From an optimization exercise on the open Yosys and OpenROAD flow, aimed at small area and a short achievable clock period; shortcuts taken in it are not production practice. In this exercise RTL edits were held to simulation tests only and were not proved equivalent to the original. Power is estimated from default activity; no workload was simulated.

== job 2131 ==
## cic_stage
module cic_stage (
    input  wire        clk,
    input  wire        rst,
    input  wire [2:0]  cfg_k,
    input  wire [6:0]  cfg_d,
    input  wire        in_valid,
    input  wire        in_sync,
    input  wire [31:0] in_data,
    input  wire [5:0]  in_flags,
    input  wire [1:0]  in_range,
    output reg         out_valid,
    output reg  [31:0] out_data,
    output reg  [5:0]  out_flags,
    output reg  [1:0]  out_range,
    output reg  [7:0]  out_seq,
    output reg         out_sat
);
  localparam W = 62;
  localparam SB = 19;          
  reg        armed;            
  reg [2:0]  k_r;
  reg [6:0]  d_r;
  reg        r_take;           
  reg        r_c1;             
  reg        r_xen;            
  reg        r_sync;
  reg [31:0] r_data;
  reg [5:0]  r_flags;
  reg [1:0]  r_range;
  wire       armed_n = armed | r_take;
  wire       take_n  = in_valid & ~rst & (in_sync | armed_n);
  always @(posedge clk) begin
    r_take  <= take_n;
    r_c1    <= take_n & (in_sync | (k_r != 3'd5));
    r_xen   <= take_n & ~(in_flags[2] | in_flags[5]);
    r_sync  <= in_sync;
    r_data  <= in_data;
    r_flags <= in_flags;
    r_range <= in_range;
  ...
Size: roughly 9000 cells after synthesis, about 1200 flip-flops, roughly 100 I/O pins, ~0.085 mm^2 of cells after synthesis.
clock: 15.0 ns
lec_check: 0
cap_margin: 20
core_margin: 2
core_utilization: 50
cts_cluster_diameter: 60
cts_cluster_size: 30
slew_margin: 20
synth_memory_max_bits: 65536
standard.sh (not shown) runs the stock make flow with config.mk's settings and CLKGATE_MAP_FILE= SYNTH_SCRIPT=/design/flow/synth_recipe.tcl, a recipe that flattens the netlist after the stock synthesis.
==> flow/flow/run.sh <==
#!/bin/bash
set -euo pipefail
bash standard.sh SETUP_SLACK_MARGIN=10.5 finish > standard_make.log 2>&1
Job 2131 ran to completion and came out clean on the timing, design-rule and antenna checks.
Input-level comparison between job 9127 and job 2131:
Settings: CAP_MARGIN changed from 20 to 5; SLEW_MARGIN changed from 20 to 5.
==> flow/flow/run.sh <==
#!/bin/bash
set -euo pipefail
bash standard.sh SETUP_SLACK_MARGIN=10.6 finish > standard_make.log 2>&1
### Flow results
Going from job 2131 to job 9127, the reg-to-reg setup timing slack was found to have gone up by 60 ps.
Relative to job 2131, the final standard cell count with taps included and fillers excluded measured on job 9127 has increased slightly.
The lower worst endpoint required time of job 9127 and job 2131 is in job 9127.
Total power draw of job 9127 exceeds that of job 2131 slightly.
Worst slack on hold paths in job 9127 is 11 ps below job 2131.
Re switching power: job 2131 was lower than job 9127.
[compare] base=job 2131 new=job 9127: share of the final layout cell area in sequential cells lost 0.21 points, data arrival time at the worst-slack endpoint has decreased, delay of the slowest cell on the worst path moved up, wire length higher.
Lower clock share of power among job 9127 and job 2131: job 2131

---

job 9954:
Another version of the RTL of cic_stage (not shown whole).
For scale: about 1,200 flip-flops, roughly 100 I/O pins, roughly 89,000 um^2 of cells after synthesis.
==> flow/config.mk <==
export PLATFORM = sky130hd
export DESIGN_NAME = cic_stage
export DESIGN_NICKNAME = cic_stage
export VERILOG_FILES = /design/flow/design.v
export SDC_FILE = /design/flow/constraint.sdc
export NUM_CORES = 4
export LEC_CHECK = 0
export CAP_MARGIN = 20
export CORE_MARGIN = 2
export CORE_UTILIZATION = 55
export SLEW_MARGIN = 20
export SYNTH_MEMORY_MAX_BITS = 65536
==> flow/constraint.sdc <==
create_clock -name core_clock -period 15.0 [get_ports {clk}]
set_input_delay 3.0000 -clock core_clock [delete_from_list [all_inputs] [get_ports {clk}]]
set_output_delay 3.0000 -clock core_clock [all_outputs]
set_load 0.01 [all_outputs]
==> flow/flow/run.sh <==
#!/bin/bash
set -euo pipefail
bash standard.sh SETUP_SLACK_MARGIN=10.75 finish > standard_make.log 2>&1
Job 9954: no failed stages, no open violations at the end
Modified inputs, job 2063 compared to job 9954
- CORE_UTILIZATION now 50, was 55
==> flow/flow/run.sh <==
#!/bin/bash
set -euo pipefail
bash standard.sh SETUP_SLACK_MARGIN=10.4 finish > standard_make.log 2>&1
Notes after the runs:
- On job 2063: sequential fraction of design power is 0.6 points higher than what job 9954 gave.
- Of the two values seen for most used routing layer, met2 was produced by job 9954 and met1 by job 2063.
- Job 2063 ended up with m_s[37]$_DFF_P_ as its critical path endpoint; job 9954 ended up with m_s[36]$_DFF_P_.
- Compared with job 9954, job 2063 ends up with a smaller final cell area.
- Of job 2063 and job 9954, job 9954 shows the lower ratio of final minimum period to clock period, with job 2063 above it.

---

Setup of garnet:
Another version of the RTL of cic_stage (not shown whole).
Size: roughly 1200 flip-flops, ~100 I/O pins.
export LEC_CHECK = 0
export CAP_MARGIN = 5
export CORE_MARGIN = 2
export CORE_UTILIZATION = 60
export CTS_CLUSTER_DIAMETER = 60
export CTS_CLUSTER_SIZE = 30
export SLEW_MARGIN = 5
export SYNTH_MEMORY_MAX_BITS = 65536
create_clock -name core_clock -period 15.0 [get_ports {clk}]
==> flow/flow/run.sh <==
#!/bin/bash
set -euo pipefail
bash standard.sh SETUP_SLACK_MARGIN=10.5 finish > standard_make.log 2>&1
Here is what was changed in the inputs of raven compared with garnet.
Settings: changing CAP_MARGIN from 5 to 20; changing SLEW_MARGIN from 5 to 20; changing CORE_UTILIZATION from 60 to 50.
Results
The final reports for raven and garnet show total length of routed met2 wires higher in the former. In terms of routed wire length, raven and garnet differ only marginally. Taking garnet as the reference point, the relative max-transition margin of raven rises by 12 points. Relative to garnet, time the final worst path needs with I/O delays and setup decreased by 4.7 ps in raven. On share of total power in the clock network, the higher figure sits with raven, not garnet. Of garnet and raven, the higher area growth from synthesis to layout belongs to raven.

-- separate check: timing with driven ports --
Ports are ideal in the flow. The routed layouts listed here were re-timed in OpenROAD. Step 1 (the two cells are an assumption about what drives the block):
set clk [get_ports {clk}]
set_driving_cell -lib_cell sky130_fd_sc_hd__clkbuf_16 $clk
set_driving_cell -lib_cell sky130_fd_sc_hd__buf_2 [delete_from_list [all_inputs] $clk]
Step 2 times the ports against the registers' clock, not the clock port: input delays grow and output delays shrink by t, the midpoint of the rising clock arrivals with the driver on. a / b / c = no drivers / after step 1 / after step 2; a / b = the first two.
run	t, ns	setup WS [ns]	hold WS [ns]
job 2131	0.855	10.528 / 10.515 / 10.504	0.317 / 0.317 / 0.317
job 9127	0.864	10.585 / 10.531 / 10.498	0.306 / 0.306 / 0.306
job 9954	0.887	10.431 / 10.431 / 10.075	0.309 / 0.309 / 0.309
job 2063	0.886	10.345 / 10.345 / 10.122	0.319 / 0.319 / 0.319
garnet	0.833	10.480 / 10.477 / 10.480	0.310 / 0.310 / 0.310
raven	0.855	10.485 / 10.485 / 10.473	0.323 / 0.323 / 0.323
After both steps every run listed still meets setup and hold. The setup slack of job 9954, which loses most, moves by 0.000 ns with the drivers and by -0.356 ns with both steps.
